Source: an optimization exercise on an open RTL-to-GDS flow (aim: small area, a short achievable clock period and few clock cycles per item). Production flows keep margins and buffers that such runs may drop. Function was checked by simulation only, so behaviour that the tests miss may differ from the original. No activity file was given, so power comes from the tool's default toggle rates.

==> design/flow/design.v <==
module vfix_lane (
    input  wire        neg,       
    input  wire        rne,       
    input  wire        k15,       
    input  wire        klo,       
    input  wire [16:0] X,
    input  wire [17:0] Y,
    input  wire [16:0] A,
    output wire [17:0] v
);
    wire [18:0] Ye = {Y, 1'b0};
    reg  [8:0] one, two, nb;
    integer i;
    always @* begin
        for (i = 0; i < 9; i = i + 1) begin
            one[i] = Ye[2*i+1] ^ Ye[2*i];
            two[i] = (Ye[2*i+2] & ~Ye[2*i+1] & ~Ye[2*i]) | (~Ye[2*i+2] & Ye[2*i+1] & Ye[2*i]);
            nb[i]  = Ye[2*i+2] ^ neg;
        end
        two[8] = 1'b0;
    end
    wire [17:0] Xs = {X[16], X};
    wire [17:0] X2 = {X, 1'b0};
    wire [17:0] pp0 = ((({18{one[0]}} & Xs) | ({18{two[0]}} & X2)) ^ {18{nb[0]}}) ^ 18'h20000;
    wire [17:0] pp1 = ((({18{one[1]}} & Xs) | ({18{two[1]}} & X2)) ^ {18{nb[1]}}) ^ 18'h20000;
    wire [17:0] pp2 = ((({18{one[2]}} & Xs) | ({18{two[2]}} & X2)) ^ {18{nb[2]}}) ^ 18'h20000;
    wire [17:0] pp3 = ((({18{one[3]}} & Xs) | ({18{two[3]}} & X2)) ^ {18{nb[3]}}) ^ 18'h20000;
    wire [17:0] pp4 = ((({18{one[4]}} & Xs) | ({18{two[4]}} & X2)) ^ {18{nb[4]}}) ^ 18'h20000;
    wire [17:0] pp5 = ((({18{one[5]}} & Xs) | ({18{two[5]}} & X2)) ^ {18{nb[5]}}) ^ 18'h20000;
    wire [17:0] pp6 = ((({18{one[6]}} & Xs) | ({18{two[6]}} & X2)) ^ {18{nb[6]}}) ^ 18'h20000;
    wire [17:0] pp7 = ((({18{one[7]}} & Xs) | ({18{two[7]}} & X2)) ^ {18{nb[7]}}) ^ 18'h20000;
    wire [17:0] pp8 = ((({18{one[8]}} & Xs) | ({18{two[8]}} & X2)) ^ {18{nb[8]}}) ^ 18'h20000;
    wire cr0 = ~klo;
    wire cr15 = ~(k15 ^ klo);
    wire cr16 = ~(k15 | klo);
    wire cr17 = (k15 | klo);
    wire ks0, kc0, ks1, kc1, ks2, kc2, ks3, kc3, ks4, kc4, ks5, kc5;
    wire ks6, kc6, ks7, kc7, ks8, kc8, ks9, kc9, ks10, kc10, ks11, kc11;
    wire ks12, kc12, ks13, kc13, ks14, kc14, ks15, kc15, ks16, kc16, ks17, kc17;
    wire ks18, kc18, ks19, kc19, ks20, kc20, hs0, hc0, fs0, fc0, fs1, fc1;
    wire fs2, fc2, fs3, fc3, hs1, hc1, fs4, fc4, hs2, hc2, hs3, hc3;
    wire fs5, fc5, hs4, hc4, fs6, fc6, hs5, hc5, fs7, fc7, fs8, fc8;
    wire hs6, hc6, fs9, fc9, fs10, fc10, fs11, fc11, fs12, fc12, fs13, fc13;
    wire fs14, fc14, fs15, fc15, fs16, fc16, fs17, fc17, fs18, fc18, fs19, fc19;
    wire fs20, fc20, fs21, fc21, fs22, fc22, fs23, fc23, fs24, fc24, fs25, fc25;
    wire hs7, hc7, fs26, fc26, fs27, fc27, fs28, fc28, fs29, fc29, hs8, hc8;
    wire fs30, fc30, fs31, fc31, hs9, hc9, fs32, fc32, hs10, hc10, hs11, hc11;
    wire fs33, fc33, hs12, hc12, fs34, fc34, hs13, hc13, fs35, fc35, fs36, fc36;
    wire fs37, fc37, fs38, fc38, fs39, fc39, fs40, fc40, fs41, fc41, fs42, fc42;
    wire fs43, fc43, fs44, fc44, fs45, fc45, fs46, fc46, fs47, fc47, fs48, fc48;
    wire fs49, fc49, fs50, fc50, fs51, fc51, fs52, fc52, fs53, fc53, fs54, fc54;
    wire fs55, fc55, fs56, fc56, fs57, fc57, fs58, fc58, fs59, fc59, fs60, fc60;
    wire fs61, fc61, fs62, fc62, fs63, fc63, fs64, fc64, fs65, fc65, fs66, fc66;
    wire fs67, fc67, hs14, hc14, fs68, fc68, fs69, fc69, hs15, hc15, fs70, fc70;
    wire hs16, hc16, hs17, hc17, fs71, fc71, fs72, fc72, fs73, fc73, fs74, fc74;
    wire fs75, fc75, fs76, fc76, fs77, fc77, fs78, fc78, fs79, fc79, fs80, fc80;
    wire fs81, fc81, fs82, fc82, fs83, fc83, fs84, fc84, fs85, fc85, fs86, fc86;
    wire fs87, fc87, fs88, fc88, fs89, fc89, fs90, fc90, fs91, fc91, fs92, fc92;
    wire fs93, fc93, fs94, fc94, hs18, hc18, fs95, fc95, hs19, hc19, hs20, hc20;
    wire hs21, hc21, hs22, hc22, fs96, fc96, fs97, fc97, fs98, fc98, fs99, fc99;
    wire fs100, fc100, fs101, fc101, fs102, fc102, fs103, fc103, fs104, fc104, fs105, fc105;
    wire fs106, fc106, fs107, fc107, fs108, fc108, fs109, fc109, fs110, fc110, fs111, fc111;
    wire fs112, fc112, fs113, fc113, fs114, fc114, fs115, fc115, fs116, fc116, fs117, fc117;
    wire fs118, fc118, fs119, fc119, fs120, fc120, fs121, fc121, fs122, fc122, fs123, fc123;
    wire hs23, hc23, fs124, fc124, g0_0, p0_0, g1_1, p1_1, g2_2, p2_2, g3_3, p3_3;
    wire g4_4, p4_4, g5_5, p5_5, g6_6, p6_6, g7_7, p7_7, g8_8, p8_8, g9_9, p9_9;
    wire g10_10, p10_10, g11_11, p11_11, g12_12, p12_12, g13_13, p13_13, g14_14, p14_14, g15_15, p15_15;
    wire g16_16, p16_16, g17_17, p17_17, g18_18, p18_18, g19_19, p19_19, g20_20, p20_20, g21_21, p21_21;
    wire g22_22, p22_22, g23_23, p23_23, g24_24, p24_24, g25_25, p25_25, g26_26, p26_26, g27_27, p27_27;
    wire g28_28, p28_28, g29_29, p29_29, g30_30, p30_30, g31_31, p31_31, g32_32, p32_32, g33_33, p33_33;
    wire G34, G35, P35, G36, P36, G37, P37, G38, P38, G39, P39, G40;
    wire P40, G41, P41, G42, G43, P43, G44, P44, G45, P45, G46, G47;
    wire P47, G48, G49, G50, P50, G51, P51, G52, P52, G53, P53, G54;
    wire P54, G55, P55, G56, P56, G57, P57, G58, P58, G59, P59, G60;
    wire P60, G61, P61, G62, P62, G63, P63, G64, P64, G65, P65, G66;
    wire P66, G67, P67, G68, P68, G69, P69, G70, P70, G71, P71, G72;
    wire P72, G73, P73, G74, P74, G75, P75, G76, P76, G77, P77, G78;
    wire P78, G79, P79, G80, P80, G81, P81, G82, P82, G83, P83, G84;
    wire P84, C85, C86, C87, C88, C89, C90, C91, C92, C93, C94, C95;
    wire C96, C97, C98, C99, C100, C101, vs0, vs1, vs2, vs3, vs4, vs5;
    wire vs6, vs7, vs8, vs9, vs10, vs11, vs12, vs13, vs14, vs15, vs16, vs17;
    assign ks0 = ~(nb[1] ^ pp0[2]);
    assign kc0 = nb[1] | pp0[2];
    assign ks1 = ~(pp0[3] ^ pp1[1]);
    assign kc1 = pp0[3] | pp1[1];
    assign ks2 = ~(nb[2] ^ pp0[4]);
    assign kc2 = nb[2] | pp0[4];
    assign ks3 = ~(pp0[5] ^ pp1[3]);
    assign kc3 = pp0[5] | pp1[3];
    assign ks4 = ~(nb[3] ^ pp0[6]);
    assign kc4 = nb[3] | pp0[6];
    assign ks5 = ~(pp0[7] ^ pp1[5]);
    assign kc5 = pp0[7] | pp1[5];
    assign ks6 = ~(nb[4] ^ pp0[8]);
    assign kc6 = nb[4] | pp0[8];
    assign ks7 = ~(pp0[9] ^ pp1[7]);
    assign kc7 = pp0[9] | pp1[7];
    assign ks8 = ~(nb[5] ^ pp0[10]);
    assign kc8 = nb[5] | pp0[10];
    assign ks9 = ~(pp0[11] ^ pp1[9]);
    assign kc9 = pp0[11] | pp1[9];
    assign ks10 = ~(nb[6] ^ pp0[12]);
    assign kc10 = nb[6] | pp0[12];
    assign ks11 = ~(pp0[13] ^ pp1[11]);
    assign kc11 = pp0[13] | pp1[11];
    assign ks12 = ~(nb[7] ^ pp0[14]);
    assign kc12 = nb[7] | pp0[14];
    assign ks13 = ~(A[2] ^ pp1[16]);
    assign kc13 = A[2] | pp1[16];
    assign ks14 = ~(A[4] ^ pp2[16]);
    assign kc14 = A[4] | pp2[16];
    assign ks15 = ~(A[6] ^ pp3[16]);
    assign kc15 = A[6] | pp3[16];
    assign ks16 = ~(A[8] ^ pp4[16]);
    assign kc16 = A[8] | pp4[16];
    assign ks17 = ~(A[10] ^ pp5[16]);
    assign kc17 = A[10] | pp5[16];
    assign ks18 = ~(A[12] ^ pp6[16]);
    assign kc18 = A[12] | pp6[16];
    assign ks19 = ~(A[14] ^ pp7[16]);
    assign kc19 = A[14] | pp7[16];
    assign ks20 = ~(A[16] ^ pp8[16]);
    assign kc20 = A[16] | pp8[16];
    assign hs0 = cr15 ^ pp0[15];
    assign hc0 = cr15 & pp0[15];
    vfix_fa u_fa0 (.a(A[0]), .b(nb[8]), .ci(cr16), .s(fs0), .co(fc0));
    vfix_fa u_fa1 (.a(pp0[16]), .b(pp1[14]), .ci(pp2[12]), .s(fs1), .co(fc1));
    vfix_fa u_fa2 (.a(A[1]), .b(cr17), .ci(pp0[17]), .s(fs2), .co(fc2));
    vfix_fa u_fa3 (.a(pp1[15]), .b(pp2[13]), .ci(pp3[11]), .s(fs3), .co(fc3));
    assign hs1 = pp2[14] ^ pp3[12];
    assign hc1 = pp2[14] & pp3[12];
    vfix_fa u_fa4 (.a(A[3]), .b(pp1[17]), .ci(pp2[15]), .s(fs4), .co(fc4));
    assign hs2 = pp1[8] ^ pp2[6];
    assign hc2 = pp1[8] & pp2[6];
    assign hs3 = pp2[7] ^ pp3[5];
    assign hc3 = pp2[7] & pp3[5];
    vfix_fa u_fa5 (.a(pp1[10]), .b(pp2[8]), .ci(pp3[6]), .s(fs5), .co(fc5));
    assign hs4 = pp4[4] ^ pp5[2];
    assign hc4 = pp4[4] & pp5[2];
    vfix_fa u_fa6 (.a(pp2[9]), .b(pp3[7]), .ci(pp4[5]), .s(fs6), .co(fc6));
    assign hs5 = pp5[3] ^ pp6[1];
    assign hc5 = pp5[3] & pp6[1];
    vfix_fa u_fa7 (.a(pp1[12]), .b(pp2[10]), .ci(pp3[8]), .s(fs7), .co(fc7));
    vfix_fa u_fa8 (.a(pp4[6]), .b(pp5[4]), .ci(pp6[2]), .s(fs8), .co(fc8));
    assign hs6 = pp7[0] ^ kc11;
    assign hc6 = pp7[0] & kc11;
    vfix_fa u_fa9 (.a(pp1[13]), .b(pp2[11]), .ci(pp3[9]), .s(fs9), .co(fc9));
    vfix_fa u_fa10 (.a(pp4[7]), .b(pp5[5]), .ci(pp6[3]), .s(fs10), .co(fc10));
    vfix_fa u_fa11 (.a(pp7[1]), .b(kc12), .ci(hs0), .s(fs11), .co(fc11));
    vfix_fa u_fa12 (.a(fs0), .b(pp3[10]), .ci(pp4[8]), .s(fs12), .co(fc12));
    vfix_fa u_fa13 (.a(pp5[6]), .b(pp6[4]), .ci(pp7[2]), .s(fs13), .co(fc13));
    vfix_fa u_fa14 (.a(pp8[0]), .b(hc0), .ci(fs1), .s(fs14), .co(fc14));
    vfix_fa u_fa15 (.a(fc0), .b(pp4[9]), .ci(pp5[7]), .s(fs15), .co(fc15));
    vfix_fa u_fa16 (.a(pp6[5]), .b(pp7[3]), .ci(pp8[1]), .s(fs16), .co(fc16));
    vfix_fa u_fa17 (.a(fc1), .b(fs2), .ci(fs3), .s(fs17), .co(fc17));
    vfix_fa u_fa18 (.a(pp4[10]), .b(pp5[8]), .ci(pp6[6]), .s(fs18), .co(fc18));
    vfix_fa u_fa19 (.a(pp7[4]), .b(pp8[2]), .ci(hs1), .s(fs19), .co(fc19));
    vfix_fa u_fa20 (.a(ks13), .b(fc2), .ci(fc3), .s(fs20), .co(fc20));
    vfix_fa u_fa21 (.a(pp3[13]), .b(pp4[11]), .ci(pp5[9]), .s(fs21), .co(fc21));
    vfix_fa u_fa22 (.a(pp6[7]), .b(pp7[5]), .ci(pp8[3]), .s(fs22), .co(fc22));
    vfix_fa u_fa23 (.a(hc1), .b(kc13), .ci(fs4), .s(fs23), .co(fc23));
    vfix_fa u_fa24 (.a(pp3[14]), .b(pp4[12]), .ci(pp5[10]), .s(fs24), .co(fc24));
    vfix_fa u_fa25 (.a(pp6[8]), .b(pp7[6]), .ci(pp8[4]), .s(fs25), .co(fc25));
    assign hs7 = ks14 ^ fc4;
    assign hc7 = ks14 & fc4;
    vfix_fa u_fa26 (.a(A[5]), .b(pp2[17]), .ci(pp3[15]), .s(fs26), .co(fc26));
    vfix_fa u_fa27 (.a(pp4[13]), .b(pp5[11]), .ci(pp6[9]), .s(fs27), .co(fc27));
    vfix_fa u_fa28 (.a(pp7[7]), .b(pp8[5]), .ci(kc14), .s(fs28), .co(fc28));
    vfix_fa u_fa29 (.a(pp4[14]), .b(pp5[12]), .ci(pp6[10]), .s(fs29), .co(fc29));
    assign hs8 = pp7[8] ^ pp8[6];
    assign hc8 = pp7[8] & pp8[6];
    vfix_fa u_fa30 (.a(A[7]), .b(pp3[17]), .ci(pp4[15]), .s(fs30), .co(fc30));
    vfix_fa u_fa31 (.a(pp5[13]), .b(pp6[11]), .ci(pp7[9]), .s(fs31), .co(fc31));
    assign hs9 = pp5[14] ^ pp6[12];
    assign hc9 = pp5[14] & pp6[12];
    vfix_fa u_fa32 (.a(A[9]), .b(pp4[17]), .ci(pp5[15]), .s(fs32), .co(fc32));
    assign hs10 = pp1[4] ^ pp2[2];
    assign hc10 = pp1[4] & pp2[2];
    assign hs11 = pp2[3] ^ pp3[1];
    assign hc11 = pp2[3] & pp3[1];
    vfix_fa u_fa33 (.a(pp1[6]), .b(pp2[4]), .ci(pp3[2]), .s(fs33), .co(fc33));
    assign hs12 = pp4[0] ^ kc5;
    assign hc12 = pp4[0] & kc5;
    vfix_fa u_fa34 (.a(pp2[5]), .b(pp3[3]), .ci(pp4[1]), .s(fs34), .co(fc34));
    assign hs13 = kc6 ^ ks7;
    assign hc13 = kc6 & ks7;
    vfix_fa u_fa35 (.a(pp3[4]), .b(pp4[2]), .ci(pp5[0]), .s(fs35), .co(fc35));
    vfix_fa u_fa36 (.a(kc7), .b(hs2), .ci(ks8), .s(fs36), .co(fc36));
    vfix_fa u_fa37 (.a(pp4[3]), .b(pp5[1]), .ci(hc2), .s(fs37), .co(fc37));
    vfix_fa u_fa38 (.a(kc8), .b(hs3), .ci(ks9), .s(fs38), .co(fc38));
    vfix_fa u_fa39 (.a(pp6[0]), .b(hc3), .ci(kc9), .s(fs39), .co(fc39));
    vfix_fa u_fa40 (.a(hs4), .b(ks10), .ci(fs5), .s(fs40), .co(fc40));
    vfix_fa u_fa41 (.a(hc4), .b(kc10), .ci(hs5), .s(fs41), .co(fc41));
    vfix_fa u_fa42 (.a(ks11), .b(fc5), .ci(fs6), .s(fs42), .co(fc42));
    vfix_fa u_fa43 (.a(hc5), .b(ks12), .ci(fc6), .s(fs43), .co(fc43));
    vfix_fa u_fa44 (.a(hs6), .b(fs7), .ci(fs8), .s(fs44), .co(fc44));
    vfix_fa u_fa45 (.a(hc6), .b(fc7), .ci(fc8), .s(fs45), .co(fc45));
    vfix_fa u_fa46 (.a(fs10), .b(fs9), .ci(fs11), .s(fs46), .co(fc46));
    vfix_fa u_fa47 (.a(fc10), .b(fc9), .ci(fs12), .s(fs47), .co(fc47));
    vfix_fa u_fa48 (.a(fs13), .b(fc11), .ci(fs14), .s(fs48), .co(fc48));
    vfix_fa u_fa49 (.a(fc12), .b(fc13), .ci(fs15), .s(fs49), .co(fc49));
    vfix_fa u_fa50 (.a(fs16), .b(fc14), .ci(fs17), .s(fs50), .co(fc50));
    vfix_fa u_fa51 (.a(fc15), .b(fc16), .ci(fs18), .s(fs51), .co(fc51));
    vfix_fa u_fa52 (.a(fs19), .b(fs20), .ci(fc17), .s(fs52), .co(fc52));
    vfix_fa u_fa53 (.a(fc18), .b(fs21), .ci(fs22), .s(fs53), .co(fc53));
    vfix_fa u_fa54 (.a(fc19), .b(fc20), .ci(fs23), .s(fs54), .co(fc54));
    vfix_fa u_fa55 (.a(fc21), .b(fc22), .ci(fs24), .s(fs55), .co(fc55));
    vfix_fa u_fa56 (.a(fs25), .b(hs7), .ci(fc23), .s(fs56), .co(fc56));
    vfix_fa u_fa57 (.a(fc24), .b(fc25), .ci(fs26), .s(fs57), .co(fc57));
    vfix_fa u_fa58 (.a(fs27), .b(hc7), .ci(fs28), .s(fs58), .co(fc58));
    vfix_fa u_fa59 (.a(hs8), .b(ks15), .ci(fc26), .s(fs59), .co(fc59));
    vfix_fa u_fa60 (.a(fc27), .b(fs29), .ci(fc28), .s(fs60), .co(fc60));
    vfix_fa u_fa61 (.a(pp8[7]), .b(hc8), .ci(kc15), .s(fs61), .co(fc61));
    vfix_fa u_fa62 (.a(fc29), .b(fs30), .ci(fs31), .s(fs62), .co(fc62));
    vfix_fa u_fa63 (.a(pp7[10]), .b(pp8[8]), .ci(hs9), .s(fs63), .co(fc63));
    vfix_fa u_fa64 (.a(ks16), .b(fc30), .ci(fc31), .s(fs64), .co(fc64));
    vfix_fa u_fa65 (.a(pp6[13]), .b(pp7[11]), .ci(pp8[9]), .s(fs65), .co(fc65));
    vfix_fa u_fa66 (.a(hc9), .b(kc16), .ci(fs32), .s(fs66), .co(fc66));
    vfix_fa u_fa67 (.a(pp6[14]), .b(pp7[12]), .ci(pp8[10]), .s(fs67), .co(fc67));
    assign hs14 = ks17 ^ fc32;
    assign hc14 = ks17 & fc32;
    vfix_fa u_fa68 (.a(A[11]), .b(pp5[17]), .ci(pp6[15]), .s(fs68), .co(fc68));
    vfix_fa u_fa69 (.a(pp7[13]), .b(pp8[11]), .ci(kc17), .s(fs69), .co(fc69));
    assign hs15 = pp7[14] ^ pp8[12];
    assign hc15 = pp7[14] & pp8[12];
    vfix_fa u_fa70 (.a(A[13]), .b(pp6[17]), .ci(pp7[15]), .s(fs70), .co(fc70));
    assign hs16 = pp1[2] ^ pp2[0];
    assign hc16 = pp1[2] & pp2[0];
    assign hs17 = pp2[1] ^ kc2;
    assign hc17 = pp2[1] & kc2;
    vfix_fa u_fa71 (.a(pp3[0]), .b(kc3), .ci(hs10), .s(fs71), .co(fc71));
    vfix_fa u_fa72 (.a(hc10), .b(kc4), .ci(hs11), .s(fs72), .co(fc72));
    vfix_fa u_fa73 (.a(hc11), .b(ks6), .ci(hs12), .s(fs73), .co(fc73));
    vfix_fa u_fa74 (.a(hc12), .b(fc33), .ci(fs34), .s(fs74), .co(fc74));
    vfix_fa u_fa75 (.a(fc34), .b(hc13), .ci(fs35), .s(fs75), .co(fc75));
    vfix_fa u_fa76 (.a(fc35), .b(fs37), .ci(fc36), .s(fs76), .co(fc76));
    vfix_fa u_fa77 (.a(fc37), .b(fs39), .ci(fc38), .s(fs77), .co(fc77));
    vfix_fa u_fa78 (.a(fc39), .b(fs41), .ci(fc40), .s(fs78), .co(fc78));
    vfix_fa u_fa79 (.a(fc41), .b(fs43), .ci(fc42), .s(fs79), .co(fc79));
    vfix_fa u_fa80 (.a(fc43), .b(fs45), .ci(fc44), .s(fs80), .co(fc80));
    vfix_fa u_fa81 (.a(fc45), .b(fs47), .ci(fc46), .s(fs81), .co(fc81));
    vfix_fa u_fa82 (.a(fc47), .b(fs49), .ci(fc48), .s(fs82), .co(fc82));
    vfix_fa u_fa83 (.a(fc49), .b(fs51), .ci(fc50), .s(fs83), .co(fc83));
    vfix_fa u_fa84 (.a(fc51), .b(fs53), .ci(fc52), .s(fs84), .co(fc84));
    vfix_fa u_fa85 (.a(fc53), .b(fs55), .ci(fc54), .s(fs85), .co(fc85));
    vfix_fa u_fa86 (.a(fc55), .b(fs57), .ci(fs58), .s(fs86), .co(fc86));
    vfix_fa u_fa87 (.a(fs59), .b(fc57), .ci(fs60), .s(fs87), .co(fc87));
    vfix_fa u_fa88 (.a(fs61), .b(fc59), .ci(fs62), .s(fs88), .co(fc88));
    vfix_fa u_fa89 (.a(fc61), .b(fs63), .ci(fs64), .s(fs89), .co(fc89));
    vfix_fa u_fa90 (.a(fs65), .b(fc63), .ci(fc64), .s(fs90), .co(fc90));
    vfix_fa u_fa91 (.a(fc65), .b(fs67), .ci(hs14), .s(fs91), .co(fc91));
    vfix_fa u_fa92 (.a(fc67), .b(fs68), .ci(hc14), .s(fs92), .co(fc92));
    vfix_fa u_fa93 (.a(hs15), .b(ks18), .ci(fc68), .s(fs93), .co(fc93));
    vfix_fa u_fa94 (.a(pp8[13]), .b(hc15), .ci(kc18), .s(fs94), .co(fc94));
    assign hs18 = pp8[14] ^ ks19;
    assign hc18 = pp8[14] & ks19;
    vfix_fa u_fa95 (.a(A[15]), .b(pp7[17]), .ci(pp8[15]), .s(fs95), .co(fc95));
    assign hs19 = nb[0] ^ cr0;
    assign hc19 = nb[0] & cr0;
    assign hs20 = 1'b1 ^ pp0[1];
    assign hc20 = 1'b1 & pp0[1];
    assign hs21 = pp1[0] ^ ks0;
    assign hc21 = pp1[0] & ks0;
    assign hs22 = kc0 ^ ks1;
    assign hc22 = kc0 & ks1;
    vfix_fa u_fa96 (.a(kc1), .b(hs16), .ci(ks2), .s(fs96), .co(fc96));
    vfix_fa u_fa97 (.a(hc16), .b(ks3), .ci(hs17), .s(fs97), .co(fc97));
    vfix_fa u_fa98 (.a(ks4), .b(hc17), .ci(fs71), .s(fs98), .co(fc98));
    vfix_fa u_fa99 (.a(ks5), .b(fc71), .ci(fs72), .s(fs99), .co(fc99));
    vfix_fa u_fa100 (.a(fs33), .b(fc72), .ci(fs73), .s(fs100), .co(fc100));
    vfix_fa u_fa101 (.a(hs13), .b(fc73), .ci(fs74), .s(fs101), .co(fc101));
    vfix_fa u_fa102 (.a(fs36), .b(fc74), .ci(fs75), .s(fs102), .co(fc102));
    vfix_fa u_fa103 (.a(fs38), .b(fc75), .ci(fs76), .s(fs103), .co(fc103));
    vfix_fa u_fa104 (.a(fs40), .b(fc76), .ci(fs77), .s(fs104), .co(fc104));
    vfix_fa u_fa105 (.a(fs42), .b(fc77), .ci(fs78), .s(fs105), .co(fc105));
    vfix_fa u_fa106 (.a(fs44), .b(fc78), .ci(fs79), .s(fs106), .co(fc106));
    vfix_fa u_fa107 (.a(fs46), .b(fc79), .ci(fs80), .s(fs107), .co(fc107));
    vfix_fa u_fa108 (.a(fc80), .b(fs48), .ci(fs81), .s(fs108), .co(fc108));
    vfix_fa u_fa109 (.a(fs50), .b(fc81), .ci(fs82), .s(fs109), .co(fc109));
    vfix_fa u_fa110 (.a(fs52), .b(fc82), .ci(fs83), .s(fs110), .co(fc110));
    vfix_fa u_fa111 (.a(fs54), .b(fc83), .ci(fs84), .s(fs111), .co(fc111));
    vfix_fa u_fa112 (.a(fs56), .b(fc84), .ci(fs85), .s(fs112), .co(fc112));
    vfix_fa u_fa113 (.a(fc56), .b(fs86), .ci(fc85), .s(fs113), .co(fc113));
    vfix_fa u_fa114 (.a(fc58), .b(fc86), .ci(fs87), .s(fs114), .co(fc114));
    vfix_fa u_fa115 (.a(fc60), .b(fs88), .ci(fc87), .s(fs115), .co(fc115));
    vfix_fa u_fa116 (.a(fc62), .b(fc88), .ci(fs89), .s(fs116), .co(fc116));
    vfix_fa u_fa117 (.a(fs66), .b(fc89), .ci(fs90), .s(fs117), .co(fc117));
    vfix_fa u_fa118 (.a(fc66), .b(fs91), .ci(fc90), .s(fs118), .co(fc118));
    vfix_fa u_fa119 (.a(fs69), .b(fs92), .ci(fc91), .s(fs119), .co(fc119));
    vfix_fa u_fa120 (.a(fc69), .b(fs93), .ci(fc92), .s(fs120), .co(fc120));
    vfix_fa u_fa121 (.a(fs70), .b(fs94), .ci(fc93), .s(fs121), .co(fc121));
    vfix_fa u_fa122 (.a(fc70), .b(hs18), .ci(fc94), .s(fs122), .co(fc122));
    vfix_fa u_fa123 (.a(kc19), .b(hc18), .ci(fs95), .s(fs123), .co(fc123));
    assign hs23 = ks20 ^ fc95;
    assign hc23 = ks20 & fc95;
    vfix_fa u_fa124 (.a(A[16]), .b(pp8[17]), .ci(kc20), .s(fs124), .co(fc124));
    assign g0_0 = pp0[0] & hs19;
    assign p0_0 = pp0[0] ^ hs19;
    assign g1_1 = hc19 & hs20;
    assign p1_1 = hc19 ^ hs20;
    assign g2_2 = hc20 & hs21;
    assign p2_2 = hc20 ^ hs21;
    assign g3_3 = hc21 & hs22;
    assign p3_3 = hc21 ^ hs22;
    assign g4_4 = hc22 & fs96;
    assign p4_4 = hc22 ^ fs96;
    assign g5_5 = fc96 & fs97;
    assign p5_5 = fc96 ^ fs97;
    assign g6_6 = fc97 & fs98;
    assign p6_6 = fc97 ^ fs98;
    assign g7_7 = fc98 & fs99;
    assign p7_7 = fc98 ^ fs99;
    assign g8_8 = fc99 & fs100;
    assign p8_8 = fc99 ^ fs100;
    assign g9_9 = fc100 & fs101;
    assign p9_9 = fc100 ^ fs101;
    assign g10_10 = fc101 & fs102;
    assign p10_10 = fc101 ^ fs102;
    assign g11_11 = fc102 & fs103;
    assign p11_11 = fc102 ^ fs103;
    assign g12_12 = fc103 & fs104;
    assign p12_12 = fc103 ^ fs104;
    assign g13_13 = fc104 & fs105;
    assign p13_13 = fc104 ^ fs105;
    assign g14_14 = fc105 & fs106;
    assign p14_14 = fc105 ^ fs106;
    assign g15_15 = fc106 & fs107;
    assign p15_15 = fc106 ^ fs107;
    assign g16_16 = fc107 & fs108;
    assign p16_16 = fc107 ^ fs108;
    assign g17_17 = fc108 & fs109;
    assign p17_17 = fc108 ^ fs109;
    assign g18_18 = fc109 & fs110;
    assign p18_18 = fc109 ^ fs110;
    assign g19_19 = fc110 & fs111;
    assign p19_19 = fc110 ^ fs111;
    assign g20_20 = fc111 & fs112;
    assign p20_20 = fc111 ^ fs112;
    assign g21_21 = fc112 & fs113;
    assign p21_21 = fc112 ^ fs113;
    assign g22_22 = fc113 & fs114;
    assign p22_22 = fc113 ^ fs114;
    assign g23_23 = fc114 & fs115;
    assign p23_23 = fc114 ^ fs115;
    assign g24_24 = fc115 & fs116;
    assign p24_24 = fc115 ^ fs116;
    assign g25_25 = fc116 & fs117;
    assign p25_25 = fc116 ^ fs117;
    assign g26_26 = fc117 & fs118;
    assign p26_26 = fc117 ^ fs118;
    assign g27_27 = fc118 & fs119;
    assign p27_27 = fc118 ^ fs119;
    assign g28_28 = fc119 & fs120;
    assign p28_28 = fc119 ^ fs120;
    assign g29_29 = fc120 & fs121;
    assign p29_29 = fc120 ^ fs121;
    assign g30_30 = fc121 & fs122;
    assign p30_30 = fc121 ^ fs122;
    assign g31_31 = fc122 & fs123;
    assign p31_31 = fc122 ^ fs123;
    assign g32_32 = fc123 & hs23;
    assign p32_32 = fc123 ^ hs23;
    assign g33_33 = hc23 & fs124;
    assign p33_33 = hc23 ^ fs124;
    wire cin0 = rne ? (p16_16 ^ A[0]) : 1'b1;
    assign G34 = g0_0 | (p0_0 & cin0);
    assign G35 = g2_2 | (p2_2 & g1_1);
    assign P35 = p2_2 & p1_1;
    assign G36 = g4_4 | (p4_4 & g3_3);
    assign P36 = p4_4 & p3_3;
    assign G37 = g6_6 | (p6_6 & g5_5);
    assign P37 = p6_6 & p5_5;
    assign G38 = g8_8 | (p8_8 & g7_7);
    assign P38 = p8_8 & p7_7;
    assign G39 = g10_10 | (p10_10 & g9_9);
    assign P39 = p10_10 & p9_9;
    assign G40 = g12_12 | (p12_12 & g11_11);
    assign P40 = p12_12 & p11_11;
    assign G41 = g14_14 | (p14_14 & g13_13);
    assign P41 = p14_14 & p13_13;
    assign G42 = G35 | (P35 & G34);
    assign G43 = G37 | (P37 & G36);
    assign P43 = P37 & P36;
    assign G44 = G39 | (P39 & G38);
    assign P44 = P39 & P38;
    assign G45 = G41 | (P41 & G40);
    assign P45 = P41 & P40;
    assign G46 = G43 | (P43 & G42);
    assign G47 = G45 | (P45 & G44);
    assign P47 = P45 & P44;
    assign G48 = G47 | (P47 & G46);
    assign G49 = g15_15 | (p15_15 & G48);
    assign G50 = g17_17 | (p17_17 & g16_16);
    assign P50 = p17_17 & p16_16;
    assign G51 = g19_19 | (p19_19 & g18_18);
    assign P51 = p19_19 & p18_18;
    assign G52 = g21_21 | (p21_21 & g20_20);
    assign P52 = p21_21 & p20_20;
    assign G53 = g23_23 | (p23_23 & g22_22);
    assign P53 = p23_23 & p22_22;
    assign G54 = g25_25 | (p25_25 & g24_24);
    assign P54 = p25_25 & p24_24;
    assign G55 = g27_27 | (p27_27 & g26_26);
    assign P55 = p27_27 & p26_26;
    assign G56 = g29_29 | (p29_29 & g28_28);
    assign P56 = p29_29 & p28_28;
    assign G57 = g31_31 | (p31_31 & g30_30);
    assign P57 = p31_31 & p30_30;
    assign G58 = g33_33 | (p33_33 & g32_32);
    assign P58 = p33_33 & p32_32;
    assign G59 = g18_18 | (p18_18 & G50);
    assign P59 = p18_18 & P50;
    assign G60 = G51 | (P51 & G50);
    assign P60 = P51 & P50;
    assign G61 = g22_22 | (p22_22 & G52);
    assign P61 = p22_22 & P52;
    assign G62 = G53 | (P53 & G52);
    assign P62 = P53 & P52;
    assign G63 = g26_26 | (p26_26 & G54);
    assign P63 = p26_26 & P54;
    assign G64 = G55 | (P55 & G54);
    assign P64 = P55 & P54;
    assign G65 = g30_30 | (p30_30 & G56);
    assign P65 = p30_30 & P56;
    assign G66 = G57 | (P57 & G56);
    assign P66 = P57 & P56;
    assign G67 = g20_20 | (p20_20 & G60);
    assign P67 = p20_20 & P60;
    assign G68 = G52 | (P52 & G60);
    assign P68 = P52 & P60;
    assign G69 = G61 | (P61 & G60);
    assign P69 = P61 & P60;
    assign G70 = G62 | (P62 & G60);
    assign P70 = P62 & P60;
    assign G71 = g28_28 | (p28_28 & G64);
    assign P71 = p28_28 & P64;
    assign G72 = G56 | (P56 & G64);
    assign P72 = P56 & P64;
    assign G73 = G65 | (P65 & G64);
    assign P73 = P65 & P64;
    assign G74 = G66 | (P66 & G64);
    assign P74 = P66 & P64;
    assign G75 = g24_24 | (p24_24 & G70);
    assign P75 = p24_24 & P70;
    assign G76 = G54 | (P54 & G70);
    assign P76 = P54 & P70;
    assign G77 = G63 | (P63 & G70);
    assign P77 = P63 & P70;
    assign G78 = G64 | (P64 & G70);
    assign P78 = P64 & P70;
    assign G79 = G71 | (P71 & G70);
    assign P79 = P71 & P70;
    assign G80 = G72 | (P72 & G70);
    assign P80 = P72 & P70;
    assign G81 = G73 | (P73 & G70);
    assign P81 = P73 & P70;
    assign G82 = G74 | (P74 & G70);
    assign P82 = P74 & P70;
    assign G83 = g32_32 | (p32_32 & G82);
    assign P83 = p32_32 & P82;
    assign G84 = G58 | (P58 & G82);
    assign P84 = P58 & P82;
    assign C85 = g16_16 | (p16_16 & G49);
    assign C86 = G50 | (P50 & G49);
    assign C87 = G59 | (P59 & G49);
    assign C88 = G60 | (P60 & G49);
    assign C89 = G67 | (P67 & G49);
    assign C90 = G68 | (P68 & G49);
    assign C91 = G69 | (P69 & G49);
    assign C92 = G70 | (P70 & G49);
    assign C93 = G75 | (P75 & G49);
    assign C94 = G76 | (P76 & G49);
    assign C95 = G77 | (P77 & G49);
    assign C96 = G78 | (P78 & G49);
    assign C97 = G79 | (P79 & G49);
    assign C98 = G80 | (P80 & G49);
    assign C99 = G81 | (P81 & G49);
    assign C100 = G82 | (P82 & G49);
    assign C101 = G83 | (P83 & G49);
    vfix_xor2 u_vs0 (.a(p16_16), .b(G49), .y(vs0));
    vfix_xor2 u_vs1 (.a(p17_17), .b(C85), .y(vs1));
    vfix_xor2 u_vs2 (.a(p18_18), .b(C86), .y(vs2));
    vfix_xor2 u_vs3 (.a(p19_19), .b(C87), .y(vs3));
    vfix_xor2 u_vs4 (.a(p20_20), .b(C88), .y(vs4));
    vfix_xor2 u_vs5 (.a(p21_21), .b(C89), .y(vs5));
    vfix_xor2 u_vs6 (.a(p22_22), .b(C90), .y(vs6));
    vfix_xor2 u_vs7 (.a(p23_23), .b(C91), .y(vs7));
    vfix_xor2 u_vs8 (.a(p24_24), .b(C92), .y(vs8));
    vfix_xor2 u_vs9 (.a(p25_25), .b(C93), .y(vs9));
    vfix_xor2 u_vs10 (.a(p26_26), .b(C94), .y(vs10));
    vfix_xor2 u_vs11 (.a(p27_27), .b(C95), .y(vs11));
    vfix_xor2 u_vs12 (.a(p28_28), .b(C96), .y(vs12));
    vfix_xor2 u_vs13 (.a(p29_29), .b(C97), .y(vs13));
    vfix_xor2 u_vs14 (.a(p30_30), .b(C98), .y(vs14));
    vfix_xor2 u_vs15 (.a(p31_31), .b(C99), .y(vs15));
    vfix_xor2 u_vs16 (.a(p32_32), .b(C100), .y(vs16));
    vfix_xor2 u_vs17 (.a(p33_33), .b(C101), .y(vs17));
    assign v = {vs17, vs16, vs15, vs14, vs13, vs12, vs11, vs10, vs9, vs8, vs7, vs6, vs5, vs4, vs3, vs2, vs1, vs0};
endmodule
module vfix_fa (
    input  wire a,
    input  wire b,
    input  wire ci,
    output wire s,
    output wire co
);
    assign s  = a ^ b ^ ci;
    assign co = (a & b) | (a & ci) | (b & ci);
endmodule
module vfix_xor2 (
    input  wire a,
    input  wire b,
    output wire y
);
    assign y = a ^ b;
endmodule
module vfix_xnor2 (
    input  wire a,
    input  wire b,
    output wire y
);
    assign y = ~(a ^ b);
endmodule
module vfix_unit #(
    parameter LANES = 4
) (
    input  wire                  clk,
    input  wire                  rst,
    input  wire                  in_valid,
    output wire                  in_ready,
    input  wire [2:0]            in_func,
    input  wire                  in_type,
    input  wire [1:0]            in_rnd,
    input  wire                  in_zero,
    input  wire [LANES-1:0]      in_pred,
    input  wire [16*LANES-1:0]   in_a,
    input  wire [16*LANES-1:0]   in_b,
    input  wire [16*LANES-1:0]   in_c,
    input  wire [16*LANES-1:0]   in_d,
    output reg                   out_valid,
    output reg  [16*LANES-1:0]   out_d,
    output reg                   out_sat
);
    assign in_ready = 1'b1;
    wire f_fma  = (in_func == 3'd1);
    wire f_fms  = (in_func == 3'd2);
    wire f_lerp = (in_func == 3'd3);
    wire f_add  = (in_func == 3'd4);
    wire f_sub  = (in_func == 3'd5);
    wire f_rsh  = (in_func == 3'd6);
    wire f_conv = (in_func == 3'd7);
    wire f_pow2 = in_func[2];            
    wire typ    = in_type;
    wire a_sgn  = f_conv ? typ : ~typ;   
    wire neg    = f_fms | f_sub;         
    wire k15 = f_fms ? (in_rnd != 2'd0) : (in_rnd != 2'd1);
    wire klo = f_fms & ~in_rnd[1];
    wire [17*LANES-1:0] bma_all;
    genvar gl;
    generate
        for (gl = 0; gl < LANES; gl = gl + 1) begin : g_sub
            wire [15:0] sa = in_a[16*gl +: 16];
            wire [15:0] sb = in_b[16*gl +: 16];
            wire [15:0] sg = sb & ~sa;
            wire [15:0] sx, bm;
            wire sg0_1, sg0_3, sp0_3, sg0_5, sp0_5, sg0_7, sp0_7, sg0_9, sp0_9, sg0_11;
            wire sp0_11, sg0_13, sp0_13, sg0_15, sp0_15, sg1_2, sp1_2, sg1_3, sp1_3, sg1_6;
            wire sp1_6, sg1_7, sp1_7, sg1_10, sp1_10, sg1_11, sp1_11, sg1_14, sp1_14, sg1_15;
            wire sp1_15, sg2_4, sp2_4, sg2_5, sp2_5, sg2_6, sp2_6, sg2_7, sp2_7, sg2_12;
            wire sp2_12, sg2_13, sp2_13, sg2_14, sp2_14, sg2_15, sp2_15, sg3_8, sp3_8, sg3_9;
            wire sp3_9, sg3_10, sp3_10, sg3_11, sp3_11, sg3_12, sp3_12, sg3_13, sp3_13, sg3_14;
            wire sp3_14, sg3_15, sp3_15, sg4_16, sp4_16;
            assign sg0_1 = sg[0] | (~sx[0] & 1'b1);
            assign sg0_3 = sg[2] | (~sx[2] & sg[1]);
            assign sp0_3 = ~sx[2] & ~sx[1];
            assign sg0_5 = sg[4] | (~sx[4] & sg[3]);
            assign sp0_5 = ~sx[4] & ~sx[3];
            assign sg0_7 = sg[6] | (~sx[6] & sg[5]);
            assign sp0_7 = ~sx[6] & ~sx[5];
            assign sg0_9 = sg[8] | (~sx[8] & sg[7]);
            assign sp0_9 = ~sx[8] & ~sx[7];
            assign sg0_11 = sg[10] | (~sx[10] & sg[9]);
            assign sp0_11 = ~sx[10] & ~sx[9];
            assign sg0_13 = sg[12] | (~sx[12] & sg[11]);
            assign sp0_13 = ~sx[12] & ~sx[11];
            assign sg0_15 = sg[14] | (~sx[14] & sg[13]);
            assign sp0_15 = ~sx[14] & ~sx[13];
            assign sg1_2 = sg[1] | (~sx[1] & sg0_1);
            assign sp1_2 = ~sx[1] & 1'b0;
            assign sg1_3 = sg0_3 | (sp0_3 & sg0_1);
            assign sp1_3 = sp0_3 & 1'b0;
            assign sg1_6 = sg[5] | (~sx[5] & sg0_5);
            assign sp1_6 = ~sx[5] & sp0_5;
            assign sg1_7 = sg0_7 | (sp0_7 & sg0_5);
            assign sp1_7 = sp0_7 & sp0_5;
            assign sg1_10 = sg[9] | (~sx[9] & sg0_9);
            assign sp1_10 = ~sx[9] & sp0_9;
            assign sg1_11 = sg0_11 | (sp0_11 & sg0_9);
            assign sp1_11 = sp0_11 & sp0_9;
            assign sg1_14 = sg[13] | (~sx[13] & sg0_13);
            assign sp1_14 = ~sx[13] & sp0_13;
            assign sg1_15 = sg0_15 | (sp0_15 & sg0_13);
            assign sp1_15 = sp0_15 & sp0_13;
            assign sg2_4 = sg[3] | (~sx[3] & sg1_3);
            assign sp2_4 = ~sx[3] & sp1_3;
            assign sg2_5 = sg0_5 | (sp0_5 & sg1_3);
            assign sp2_5 = sp0_5 & sp1_3;
            assign sg2_6 = sg1_6 | (sp1_6 & sg1_3);
            assign sp2_6 = sp1_6 & sp1_3;
            assign sg2_7 = sg1_7 | (sp1_7 & sg1_3);
            assign sp2_7 = sp1_7 & sp1_3;
            assign sg2_12 = sg[11] | (~sx[11] & sg1_11);
            assign sp2_12 = ~sx[11] & sp1_11;
            assign sg2_13 = sg0_13 | (sp0_13 & sg1_11);
            assign sp2_13 = sp0_13 & sp1_11;
            assign sg2_14 = sg1_14 | (sp1_14 & sg1_11);
            assign sp2_14 = sp1_14 & sp1_11;
            assign sg2_15 = sg1_15 | (sp1_15 & sg1_11);
            assign sp2_15 = sp1_15 & sp1_11;
            assign sg3_8 = sg[7] | (~sx[7] & sg2_7);
            assign sp3_8 = ~sx[7] & sp2_7;
            assign sg3_9 = sg0_9 | (sp0_9 & sg2_7);
            assign sp3_9 = sp0_9 & sp2_7;
            assign sg3_10 = sg1_10 | (sp1_10 & sg2_7);
            assign sp3_10 = sp1_10 & sp2_7;
            assign sg3_11 = sg1_11 | (sp1_11 & sg2_7);
            assign sp3_11 = sp1_11 & sp2_7;
            assign sg3_12 = sg2_12 | (sp2_12 & sg2_7);
            assign sp3_12 = sp2_12 & sp2_7;
            assign sg3_13 = sg2_13 | (sp2_13 & sg2_7);
            assign sp3_13 = sp2_13 & sp2_7;
            assign sg3_14 = sg2_14 | (sp2_14 & sg2_7);
            assign sp3_14 = sp2_14 & sp2_7;
            assign sg3_15 = sg2_15 | (sp2_15 & sg2_7);
            assign sp3_15 = sp2_15 & sp2_7;
            assign sg4_16 = sg[15] | (~sx[15] & sg3_15);
            assign sp4_16 = ~sx[15] & sp3_15;
            assign sx[0] = sa[0] ^ sb[0];
            vfix_xnor2 u_s0 (.a(sx[0]), .b(1'b1), .y(bm[0]));
            assign sx[1] = sa[1] ^ sb[1];
            vfix_xnor2 u_s1 (.a(sx[1]), .b(sg0_1), .y(bm[1]));
            assign sx[2] = sa[2] ^ sb[2];
            vfix_xnor2 u_s2 (.a(sx[2]), .b(sg1_2), .y(bm[2]));
            assign sx[3] = sa[3] ^ sb[3];
            vfix_xnor2 u_s3 (.a(sx[3]), .b(sg1_3), .y(bm[3]));
            assign sx[4] = sa[4] ^ sb[4];
            vfix_xnor2 u_s4 (.a(sx[4]), .b(sg2_4), .y(bm[4]));
            assign sx[5] = sa[5] ^ sb[5];
            vfix_xnor2 u_s5 (.a(sx[5]), .b(sg2_5), .y(bm[5]));
            assign sx[6] = sa[6] ^ sb[6];
            vfix_xnor2 u_s6 (.a(sx[6]), .b(sg2_6), .y(bm[6]));
            assign sx[7] = sa[7] ^ sb[7];
            vfix_xnor2 u_s7 (.a(sx[7]), .b(sg2_7), .y(bm[7]));
            assign sx[8] = sa[8] ^ sb[8];
            vfix_xnor2 u_s8 (.a(sx[8]), .b(sg3_8), .y(bm[8]));
            assign sx[9] = sa[9] ^ sb[9];
            vfix_xnor2 u_s9 (.a(sx[9]), .b(sg3_9), .y(bm[9]));
            assign sx[10] = sa[10] ^ sb[10];
            vfix_xnor2 u_s10 (.a(sx[10]), .b(sg3_10), .y(bm[10]));
            assign sx[11] = sa[11] ^ sb[11];
            vfix_xnor2 u_s11 (.a(sx[11]), .b(sg3_11), .y(bm[11]));
            assign sx[12] = sa[12] ^ sb[12];
            vfix_xnor2 u_s12 (.a(sx[12]), .b(sg3_12), .y(bm[12]));
            assign sx[13] = sa[13] ^ sb[13];
            vfix_xnor2 u_s13 (.a(sx[13]), .b(sg3_13), .y(bm[13]));
            assign sx[14] = sa[14] ^ sb[14];
            vfix_xnor2 u_s14 (.a(sx[14]), .b(sg3_14), .y(bm[14]));
            assign sx[15] = sa[15] ^ sb[15];
            vfix_xnor2 u_s15 (.a(sx[15]), .b(sg3_15), .y(bm[15]));
            assign bma_all[17*gl +: 17] = {~sg4_16, bm};
        end
    endgenerate
    reg [17*LANES-1:0] p_x, p_a;
    reg [18*LANES-1:0] p_y;
    reg [15:0] a, b, c, d, a16;
    reg [16:0] bma;
    reg [17:0] yp, y;
    reg [18:0] ye;
    reg        pr, sx_lerp, sx_b, sx_a, sa_d, sa_c, sa_a, sy_c, sy_b, sy_b2, sy_p;
    integer l, j;
    always @* begin
        for (l = 0; l < LANES; l = l + 1) begin
            a  = in_a[16*l +: 16];
            b  = in_b[16*l +: 16];
            c  = in_c[16*l +: 16];
            d  = in_d[16*l +: 16];
            pr = in_pred[l];
            bma = bma_all[17*l +: 17];
            sx_lerp = pr & f_lerp;
            sx_b    = pr & (f_sub | f_add);
            sx_a    = pr & ~f_lerp & ~f_sub & ~f_add;
            p_x[17*l +: 17] = ({17{sx_lerp}} & bma)
                            | ({17{sx_b}}    & {~typ & b[15], b})
                            | ({17{sx_a}}    & {a_sgn & a[15], a});
            sa_d = ~pr & ~in_zero;
            sa_c = pr & (f_fma | f_fms);
            sa_a = pr & (f_lerp | f_add | f_sub | (f_conv & typ));
            a16  = ({16{sa_d}} & d) | ({16{sa_c}} & c) | ({16{sa_a}} & a);
            p_a[17*l +: 17] = {a16[15] & (~typ | (pr & f_conv)), a16};
            sy_c  = pr & f_lerp;
            sy_b  = pr & ~f_pow2 & ~f_lerp & typ;
            sy_b2 = pr & ~f_pow2 & ~f_lerp & ~typ;
            sy_p  = pr & f_pow2;
            for (j = 0; j < 18; j = j + 1)
                yp[j] = f_rsh ? (b[3:0] == 16 - j)
                              : ((f_conv & ~typ) ? (j == 15) : (j == 16));
            y = ({18{sy_c}} & {2'b00, c}) | ({18{sy_b}} & {2'b00, b})
              | ({18{sy_b2}} & {b[15], b, 1'b0}) | ({18{sy_p}} & yp);
            p_y[18*l +: 18] = y;
        end
    end
    reg                 s1_valid;
    reg                 s1_typ, s1_rne, s1_k15, s1_klo;
    reg [LANES-1:0]     s1_neg;
    reg [17*LANES-1:0]  s1_x, s1_a;
    reg [18*LANES-1:0]  s1_y;
    always @(posedge clk) begin
        if (rst)
            s1_valid <= 1'b0;
        else
            s1_valid <= in_valid;
        s1_neg <= {LANES{neg}} & in_pred;    
        s1_typ <= typ;
        s1_rne <= in_rnd[1];
        s1_k15 <= k15;
        s1_klo <= klo;
        s1_x   <= p_x;
        s1_y   <= p_y;
        s1_a   <= p_a;
    end
    wire [18*LANES-1:0] lane_v;
    genvar i;
    generate
        for (i = 0; i < LANES; i = i + 1) begin : g_lane
            vfix_lane u_lane (
                .neg (s1_neg[i]),
                .rne (s1_rne),
                .k15 (s1_k15),
                .klo (s1_klo),
                .X   (s1_x[17*i +: 17]),
                .Y   (s1_y[18*i +: 18]),
                .A   (s1_a[17*i +: 17]),
                .v   (lane_v[18*i +: 18])
            );
        end
    endgenerate
    reg                 s2_valid;
    reg                 s2_typ;
    reg [18*LANES-1:0]  s2_v;
    always @(posedge clk) begin
        if (rst)
            s2_valid <= 1'b0;
        else
            s2_valid <= s1_valid;
        s2_typ <= s1_typ;
        s2_v   <= lane_v;
    end
    reg [16*LANES-1:0] res;
    reg                sat;
    reg [17:0]         v;
    reg                ovf;
    integer q;
    always @* begin
        sat = 1'b0;
        for (q = 0; q < LANES; q = q + 1) begin
            v   = s2_v[18*q +: 18];
            ovf = s2_typ ? (v[17] | v[16]) : ~((v[17] == v[16]) & (v[16] == v[15]));
            sat = sat | ovf;
            if (!ovf)
                res[16*q +: 16] = v[15:0];
            else if (s2_typ)
                res[16*q +: 16] = {16{~v[17]}};
            else
                res[16*q +: 16] = {v[17], {15{~v[17]}}};
        end
    end
    always @(posedge clk) begin
        if (rst)
            out_valid <= 1'b0;
        else
            out_valid <= s2_valid;
        out_d   <= res;
        out_sat <= sat;
    end
endmodule
==> design/flow/flow/run.sh <==
#!/bin/bash
# Synthesis: the standard synthesis script (synth_recipe.tcl), except that
# ABC maps the lane modules with a delay target (flow/abc_lane.script), so
# that it recovers area there instead of mapping for the least delay; the
# top module gets its own (flow/abc_top.script). Then the standard layout
# steps, with buf_2 cells as the port buffers; the layout's timing repair
# aims at a setup slack of MARGIN ns (the clock period and constraints are
# unchanged) on the worst endpoints, and may resize cells across
# footprints.
set -euo pipefail
MARGIN=19
W=$PWD
cat > $W/own_synth.tcl <<EOC
proc abc {args} {
  set i [lsearch \$args -script]
  set lane_args \$args
  lset lane_args [expr {\$i + 1}] $W/flow/abc_lane.script
  yosys abc {*}\$lane_args vfix_lane vfix_fa vfix_xor2 vfix_xnor2
  set top_args \$args
  lset top_args [expr {\$i + 1}] $W/flow/abc_top.script
  yosys abc {*}\$top_args vfix_unit
}
source $W/synth_recipe.tcl
EOC
bash standard.sh SYNTH_SCRIPT=$W/own_synth.tcl synth > synth.log 2>&1
bash standard.sh SYNTH_SCRIPT=$W/own_synth.tcl "BUFFER_PORTS_ARGS=-buffer_cell sky130_fd_sc_hd__buf_2" \
    SETUP_SLACK_MARGIN=$MARGIN TNS_END_PERCENT=5 MATCH_CELL_FOOTPRINT=0 SKIP_GATE_CLONING=1 finish > layout.log 2>&1
==> design/flow/flow/abc_lane.script <==
strash
dch
map -B 0.9 -D 2000
topo
stime -c
buffer -c
upsize -c -D 2000
dnsize -c -D 2000
==> design/flow/flow/abc_top.script <==
strash
dch
map -B 0.9 -D 1500
topo
stime -c
buffer -c
upsize -c -D 1500
dnsize -c -D 1500
==> design/flow/standard.sh <==
#!/bin/bash
# synth_recipe.tcl (not shown) runs the flow's synth.tcl, then flattens the netlist and writes it again
# the make line also repeats each setting of config.mk as NAME=value (left out here)
make -C /OpenROAD-flow-scripts/flow DESIGN_CONFIG=/design/flow/config.mk WORK_HOME=/design/flow/orfs CLKGATE_MAP_FILE= SYNTH_SCRIPT=/design/flow/synth_recipe.tcl "${@:-finish}"
==> design/flow/config.mk <==
export PLATFORM = sky130hd
export DESIGN_NAME = vfix_unit
export DESIGN_NICKNAME = vfix_unit
export VERILOG_FILES = /design/flow/design.v
export SDC_FILE = /design/flow/constraint.sdc
export NUM_CORES = 8
export LEC_CHECK = 0
export ABC_AREA = 1
export CAP_MARGIN = 0
export CORE_MARGIN = 2
export CORE_UTILIZATION = 65
export CTS_CLUSTER_DIAMETER = 80
export CTS_CLUSTER_SIZE = 25
export SLEW_MARGIN = 0
export SYNTH_HIERARCHICAL = 1
==> design/flow/constraint.sdc <==
create_clock -name core_clock -period 25.0 [get_ports {clk}]
set_input_delay 5.0000 -clock core_clock [delete_from_list [all_inputs] [get_ports {clk}]]
set_output_delay 5.0000 -clock core_clock [all_outputs]
set_load 0.01 [all_outputs]
==> reports/qor.yml, run 1 <==
cts_max_level: 1
ant_nets: 0
num-fill-cells: 5613
leakage_nw: 25.30
drt_iter0_drc: 4455
setup-violations-final: 0
pin_count: 337
gp_congestion: 1.009
area_delta_synth_final_pct: 9.643
ys_ff_latch: 357
port_buffers: 335
tns_ns: 0
fin_skew_ns: 0.02247
cts.sink_count: 357
drc: 0
die_x_um: 268.5
synth_area_sq_um: 45480
start_util: 0.6596
syn_inst: 5597
cts_made_buffers: 24
yosysUniqueCellTypes: 39
hp-class: "reg2reg"
fin_crit_sh: 0.2443
max_cap_violations: 0
worst_pin_slew_ns: 1.140
coreArea_sq_um: 68950
synth_top_area_cell: "fa_1"
yosys_warnings: 8
drive_gt1_frac: 0.1243
status: "timing/DRC/antenna clean"
fmax_mhz: 163.7
wl_um: 146700
synth.most_common_cell: "nand2_1"
drt-pass1-iter-count: 6
routedWlPerCell_um: 21.83
chipHeight_um: 268.5
rsz0062_at_grt: "yes"
p_per_area_nw_per_um2: 155.3
cp-start-kind: "register"
rows: 96
synthArstFlopShare: 0
crit_chain: "buf_6"
grt_antenna_before_repair: 15
cpPeakStageDelay_ns: 0.38
ctsLongestPathBuffers: 3
crit_type: "reg2out"
first_global_vias: 40030
cts_tree: "done"
timing.slew.headroom: 0.2346
ir_drop_uv: 191.5
root_buffer: "clkbuf_16"
crit_path_top_delay_cell: "dfxtp_2"
grt_pass1_wl_um: 223800
finalCriticalPeriod_ns: 6.108
yosysSeqAreaShare: 0.1572
synthTopCellsByCount: "nand2_1 (1016), inv_1 (762), xor2_1 (720)"
synthFlopType: "dfxtp_1"
vias: 40910
total_power_mw: 7.745
nNetsFinal: 6918
synth_edf_count: 0
path_max_fanout: 1
vias_per_cell: 6.087
whs_ns: 0.3294
hold_viol_final: 0
critPathRequiredTime_ns: 20.00
clock_latency_ns: 0.62
ys_top_cells_by_area: "fa_1 (22%), dfxtp_1 (16%), xor2_1 (14%)"
path_buf_inv: 1
maxSlewViolCount: 0
clkTransAtPathRegs_ns: 0.09
postCtsHoldBufs: 0
grt_overflow: 0
critPathTopFamily: "flip-flops"
cp_data_arrival_time_ns: 1.11
hpwl_um: 114900
crit_path_end_kind: "output pin"
syn_avg_cell_area_sq_um: 8.125
synth_top_area_frac: 0.2201
design.die.area_sq_um: 72100
groute.usage.overall: 0.3991
grt_max_degree: 26
==> repair_timing <==
action	4_1_cts	5_1_grt
gates resized for setup	68	121
pin swaps	6	9
hold endpoints to repair	0	0
buffers inserted	21	29
gates cloned	0	0
setup endpoints to repair	341	334
==> path summary, 6_finish.rpt <==
path | start | to | slack, ns | cells past startpoint
hold / removal | s1_typ$_DFF_P_ | s2_typ$_DFF_P_ | 0.33 | 0
hold reg to reg | s1_typ$_DFF_P_ | s2_typ$_DFF_P_ | 0.33 | 0
setup / recovery | out_d[47]$_DFF_P_ | out_d[47] | 18.89 | 1
setup reg to reg | s1_neg[3]$_DFF_P_ | s2_v[65]$_DFF_P_ | 19.18 | 24
==> per-module statistics from Yosys (local to each module, per instance) <==
| module | cells inside | cell area [sq um] | copies in the design | flops+latches |
|---|---|---|---|---|
| vfix_xor2 | 1 | 8.758 | 72 | 0 |
| vfix_unit | 1917 | 14770 | 1 | 357 |
| vfix_fa | 1 | 20.02 | 500 | 0 |
| vfix_xnor2 | 1 | 8.758 | 64 | 0 |
| vfix_lane | 761 | 4877 | 4 | 0 |
==> routing by layer <==
layer / GRT usage / part of all wire
met5: 0 / 0.00046
met4: 0.1880 / 0.054
met3: 0.1002 / 0.12
met2: 0.6526 / 0.46
met1: 0.4959 / 0.37
==> registers in the layout, indices dropped and copies added (netlist names) <==
signal,cells
s1_y,72
s2_v,72
s1_a,68
s1_x,68
out_d,64
s1_neg,4
out_sat,1
out_valid,1
s1_k15,1
s1_klo,1
s1_rne,1
s1_typ,1
s1_valid,1
s2_typ,1
s2_valid,1
==> cell families after synthesis <==
family,Yosys count,share of synthesized area
AO/OA/AOI/OAI,1022,0.1400
XOR/XNOR,825,0.1589
adder cells (fa/ha/maj),882,0.3252
buffers and inverters,1099,0.09715
flip-flops,357,0.1572
other,1,0.00008246
AND/OR/NAND/NOR,1411,0.1216
==> through the flow <==
step,utilization,area (sq um),std cells,setup slack (ns)
after floorplan,-,45880,5601,18.73
after global placement,0.6933,47800,6621,17.38
after detailed placement,0.6933,47800,6621,17.35
after CTS,0.7131,49160,6685,18.81
after global routing,0.7230,49850,6716,18.86
final,0.7232,49860,6721,18.89
==> worst register-to-register path: stages, from the launching register on <==
cell	delay, ns
dfxtp_4	0.43
xnor2_1	0.62
inv_2	0.43
xor2_1	0.31
fa_1	0.48
fa_1	0.52
fa_1	0.54
fa_1	0.43
ha_2	0.46
inv_1	0.06
nand2_1	0.06
nand3_1	0.07
nand2_1	0.08
nand2_1	0.06
nand2_1	0.06
nand2_1	0.05
nand2_1	0.06
nand2_1	0.09
nand2_1	0.07
nand2_1	0.08
nand2_1	0.09
nand2_2	0.23
nand2_1	0.16
nand2_1	0.09
xor2_1	0.18
==> cell type report <==
cell class,count,area (sq um),area share
multi-input combinational,4145,34920,0.7003
sequential,357,7171,0.1438
antenna,7,17.52,0.0003513
clock inverter,14,205.2,0.004115
tap,931,1165,0.02336
timing repair buffer,439,2613,0.05239
inverter,799,3110,0.06238
clock buffer,29,660.6,0.01325
==> cell usage in the layout, fill, tap and decap left out, drive strengths merged, types with 7 or more instances in the layout <==
cell type | netlist | final
o21ai | 67 | 67
clkinvlp | 0 | 17
inv | 790 | 790
fa | 500 | 500
nor3 | 23 | 23
nand3 | 125 | 125
nor2 | 229 | 229
xor2 | 720 | 720
o21bai | 20 | 20
xnor2 | 105 | 105
a21o | 20 | 20
a31oi | 7 | 7
o22ai | 552 | 552
o2111ai | 25 | 25
diode | 0 | 7
o211ai | 71 | 71
clkbuf | 188 | 40
buf | 112 | 428
nand4 | 8 | 8
o221ai | 32 | 32
nand2 | 1016 | 1016
dfxtp | 357 | 357
a21oi | 207 | 207
ha | 382 | 382
==> report_power, final <==
group | leakage (nW) | switching, mW | internal (mW)
Combinational | 21.9 | 3.87 | 2.52
Clock | 0.426 | 0.245 | 0.213
Sequential | 2.98 | 0.0663 | 0.825
Testbench counts, summed over its fixed seeds: cycles 16,024, items 16,000.
==> run 2: changes to the inputs <==
==> design/flow/flow/abc_lane.script (replaced) <==
strash
dch
map -B 0.9 -D 2500
topo
stime -c
buffer -c
upsize -c -D 2500
dnsize -c -D 2500
==> design/flow/flow/abc_top.script (replaced) <==
strash
dch
map -B 0.9 -D 1200
topo
stime -c
buffer -c
upsize -c -D 1200
dnsize -c -D 1200
==> run 2 against run 1 <==
Against the previous run:
- final area decreased by 0.53%
- non-clock buffer count down 24
- critical path depth is the same
- sequential cell count did not move
- count of clock-buffer cells in the layout fell by 2
==> reports/qor.yml, run 2 <==
status: "timing/DRC/antenna clean"  # unchanged
place_ws_ns: 17.82  # was 17.35 ns
finalCriticalPeriod_ns: 6.128  # was 6.108 ns
total_power_mw: 7.543  # was 7.745 mW
syn_avg_cell_area_sq_um: 8.138  # was 8.125 sq um
syn_inst: 5598  # was 5597
rsz0062_at_grt: "yes"  # unchanged
postCtsHoldBufs: 0  # unchanged
clock_latency_ns: 0.62  # about the same
num-fill-cells: 5855  # was 5613
chipHeight_um: 268.7  # was 268.5 um
fmax_mhz: 163.2  # was 163.7 MHz
leakage_nw: 25.25  # was 25.30 nW
maxSlewViolCount: 0  # unchanged
rows: 97  # was 96
synth.most_common_cell: "nand2_1"  # unchanged
pin_count: 337  # unchanged
clkTransAtPathRegs_ns: 0.09  # about the same
post_dp_cell_area_sq_um: 47780  # was 47800 sq um
max_cap_violations: 0  # unchanged
fin_skew_ns: 0.02935  # was 0.02247 ns
yosysSeqAreaShare: 0.1569  # was 0.1572
nNetsFinal: 6892  # was 6918
drive_gt1_frac: 0.1202  # was 0.1243
path_buf_inv: 1  # unchanged
grt_pass1_wl_um: 218600  # was 223800 um
synthTopCellsByCount: "nand2_1 (1025), inv_1 (775), xor2_1 (720)"  # was nand2_1 (1016), inv_1 (762), xor2_1 (720)
ys_ff_latch: 357  # unchanged
yosysUniqueCellTypes: 42  # was 39
cts.sink_count: 357  # unchanged
final_cell_mix: "nand2_1 (982), inv_1 (739), xor2_1 (720), o22ai_1 (549), fa_1 (500)"  # was nand2_1 (969), inv_1 (724), xor2_1 (720), o22ai_1 (552), fa_1 (500)
critPathTopFamily: "flip-flops"  # unchanged
tns_ns: 0  # unchanged
cts_tree: "done"  # unchanged
gp_congestion: 0.9854  # was 1.009
grt_max_degree: 35  # was 26
cp-start-kind: "register"  # unchanged
grt_antenna_before_repair: 18  # was 15
synth_area_sq_um: 45550  # was 45480 sq um
cp_data_arrival_time_ns: 1.13  # was 1.11 ns
drt_iter0_drc: 4203  # was 4455
wl_um: 144000  # was 146700 um
cts_made_buffers: 25  # was 24
hp-class: "reg2reg"  # unchanged
ir_drop_uv: 222.5  # was 191.5 uV
cts_max_level: 1  # unchanged
drt-pass1-iter-count: 8  # was 6
timing.slew.headroom: 0.2551  # was 0.2346
start_util: 0.6539  # was 0.6596
drc: 0  # unchanged
grt_overflow: 0  # unchanged
crit_path_end_kind: "output pin"  # unchanged
layout_commonest_cell: "nand2_1"  # unchanged
cpPeakStageDelay_ns: 0.40  # was 0.38 ns
reg_top3: "s1_y (72), s2_v (72)"  # unchanged
synth_edf_count: 0  # unchanged
routedWlPerCell_um: 21.48  # was 21.83 um
port_buffers: 335  # unchanged
first_global_vias: 38450  # was 40030
setup-violations-final: 0  # unchanged
ant_nets: 0  # unchanged
groute.usage.overall: 0.3911  # was 0.3991
synthFlopType: "dfxtp_1"  # unchanged
vias_per_cell: 5.979  # was 6.087
synth_top_area_cell: "fa_1"  # unchanged
worst_pin_slew_ns: 1.117  # was 1.140 ns
design_area_sq_um: 49600  # was 49860 sq um
die_x_um: 268.7  # was 268.5 um
synthArstFlopShare: 0  # unchanged
coreArea_sq_um: 69660  # was 68950 sq um
vias: 40080  # was 40910
design.die.area_sq_um: 72220  # was 72100 sq um
fin_crit_sh: 0.2451  # was 0.2443
p_per_area_nw_per_um2: 152.1  # was 155.3 nW/um^2
yosys_warnings: 8  # unchanged
crit_chain: "buf_6"  # unchanged
crit_type: "reg2out"  # unchanged
root_buffer: "clkbuf_16"  # unchanged
critPathRequiredTime_ns: 20.00  # about the same
path_max_fanout: 1  # unchanged
area_delta_synth_final_pct: 8.871  # was 9.643%
ctsLongestPathBuffers: 3  # unchanged
hold_viol_final: 0  # unchanged
hpwl_um: 113100  # was 114900 um
synth_top_area_frac: 0.2197  # was 0.2201
finish.utilization: 0.7119  # was 0.7232
crit_path_top_delay_cell: "dfxtp_2"  # unchanged
setup_ws_ns: 18.87  # was 18.89 ns
ys_top_cells_by_area: "fa_1 (22%), dfxtp_1 (16%), xor2_1 (14%)"  # unchanged
-- run 2: cell count changes after synthesis, moves of 9 or more --
cell / before / now
buf_2: 15 / 28
nand2_1: 1016 / 1025
nor3_1: 23 / 14
nor2_1: 229 / 200
o211ai_1: 71 / 82
nand3_1: 125 / 113
inv_1: 762 / 775
clkbuf_1: 188 / 175
-- run 2: path summary, 6_finish.rpt --
kind / from / end / slack [ns] / depth (start not counted)
worst max-delay path: out_d[14]$_DFF_P_ / out_d[14] / 18.87 / 1
worst min register to register: s1_typ$_DFF_P_ / s2_typ$_DFF_P_ / 0.33 / 0
worst min-delay path: s1_typ$_DFF_P_ / s2_typ$_DFF_P_ / 0.33 / 0
worst max register to register: s1_neg[1]$_DFF_P_ / s2_v[32]$_DFF_P_ / 19.10 / 22
-- run 2: cell type report --
class	instances	area (sq um)	share of cell area
Tap cell	940	1176	0.02371
Inverter	818	3178	0.06408
Antenna cell	8	20.02	0.0004036
Clock buffer	27	643.1	0.01297
Clock inverter	16	277.8	0.005601
Sequential cell	357	7187	0.1449
Multi-Input combinational cell	4123	34730	0.7003
Timing Repair Buffer	415	2380	0.04798
-- run 2: kinds of logic (layout without fill, tap and decap cells) --
logic type	count (synthesis)	count (layout)	synth area share
xor+xnor	828	828	0.1592
buf+inv	1122	1276	0.09962
compound gates	1015	1015	0.1386
simple gates	1393	1393	0.1209
flops	357	357	0.1569
other cells	1	13	0.00008232
fa+ha+maj	882	882	0.3246
-- run 2: repair_timing --
item	in CTS	in global routing
resized for setup	73	76
setup endpoints to repair	335	316
buffers inserted	20	13
pin swaps	4	1
-- run 2: per-module statistics from Yosys, one instance, submodules excluded --
| module | flip-flops and latches | times used | cell area, sq um | cells inside |
|---|---|---|---|---|
| vfix_xor2 | 0 | 72 | 8.758 | 1 |
| vfix_xnor2 | 0 | 64 | 8.758 | 1 |
| vfix_unit | 357 | 1 | 14980 | 1958 |
| vfix_fa | 0 | 500 | 20.02 | 1 |
| vfix_lane | 0 | 4 | 4845 | 751 |
-- run 2: metal layers --
layer  GRT usage  wire [um]  part of all wire
met1      0.5086      55830              0.39
met2      0.6222      64580              0.45
met3     0.09132      16400              0.11
met4      0.1748       7045             0.049
met5           0        146            0.0010
-- run 2: where the power goes --
| group | internal, mW | switching, mW | total (mW) |
|---|---|---|---|
| combinational | 2.46 | 3.70 | 6.16 |
| sequential | 0.827 | 0.0793 | 0.906 |
| clock | 0.222 | 0.251 | 0.473 |
-- run 2: through the flow --
step	hold WS, ns	cells
after floorplan	0.3096	5602
after detailed placement	0.3138	6620
after CTS	0.3315	6683
final	0.3327	6704
after global routing	0.3333	6700
after global placement	0.3106	6620

## static timing again, ports no longer ideal
Ports are ideal in the flow. The routed layouts listed here were re-timed in OpenROAD.
Step 1 (the two cells are an assumption about what drives the block):
set clk [get_ports {clk}]
set_driving_cell -lib_cell sky130_fd_sc_hd__clkbuf_16 $clk
set_driving_cell -lib_cell sky130_fd_sc_hd__buf_2 [delete_from_list [all_inputs] $clk]
Step 2 times the ports against the registers' clock, not the clock port: input delays grow and output delays shrink by t, the midpoint of the rising clock arrivals with the driver on.
a / b / c = no drivers / after step 1 / after step 2; a / b = the first two.
run | t, ns | slack for setup (ns) | worst data-port slew with drivers (ns)
run 1 | 0.675 | 18.892 / 18.826 / 18.250 | 0.17
run 2 | 0.677 | 18.872 / 18.798 / 18.255 | 0.15
After both steps every run listed still meets setup and hold. For run 1, which loses most, drivers alone change the setup slack by -0.066 ns; drivers and shift together by -0.642 ns.
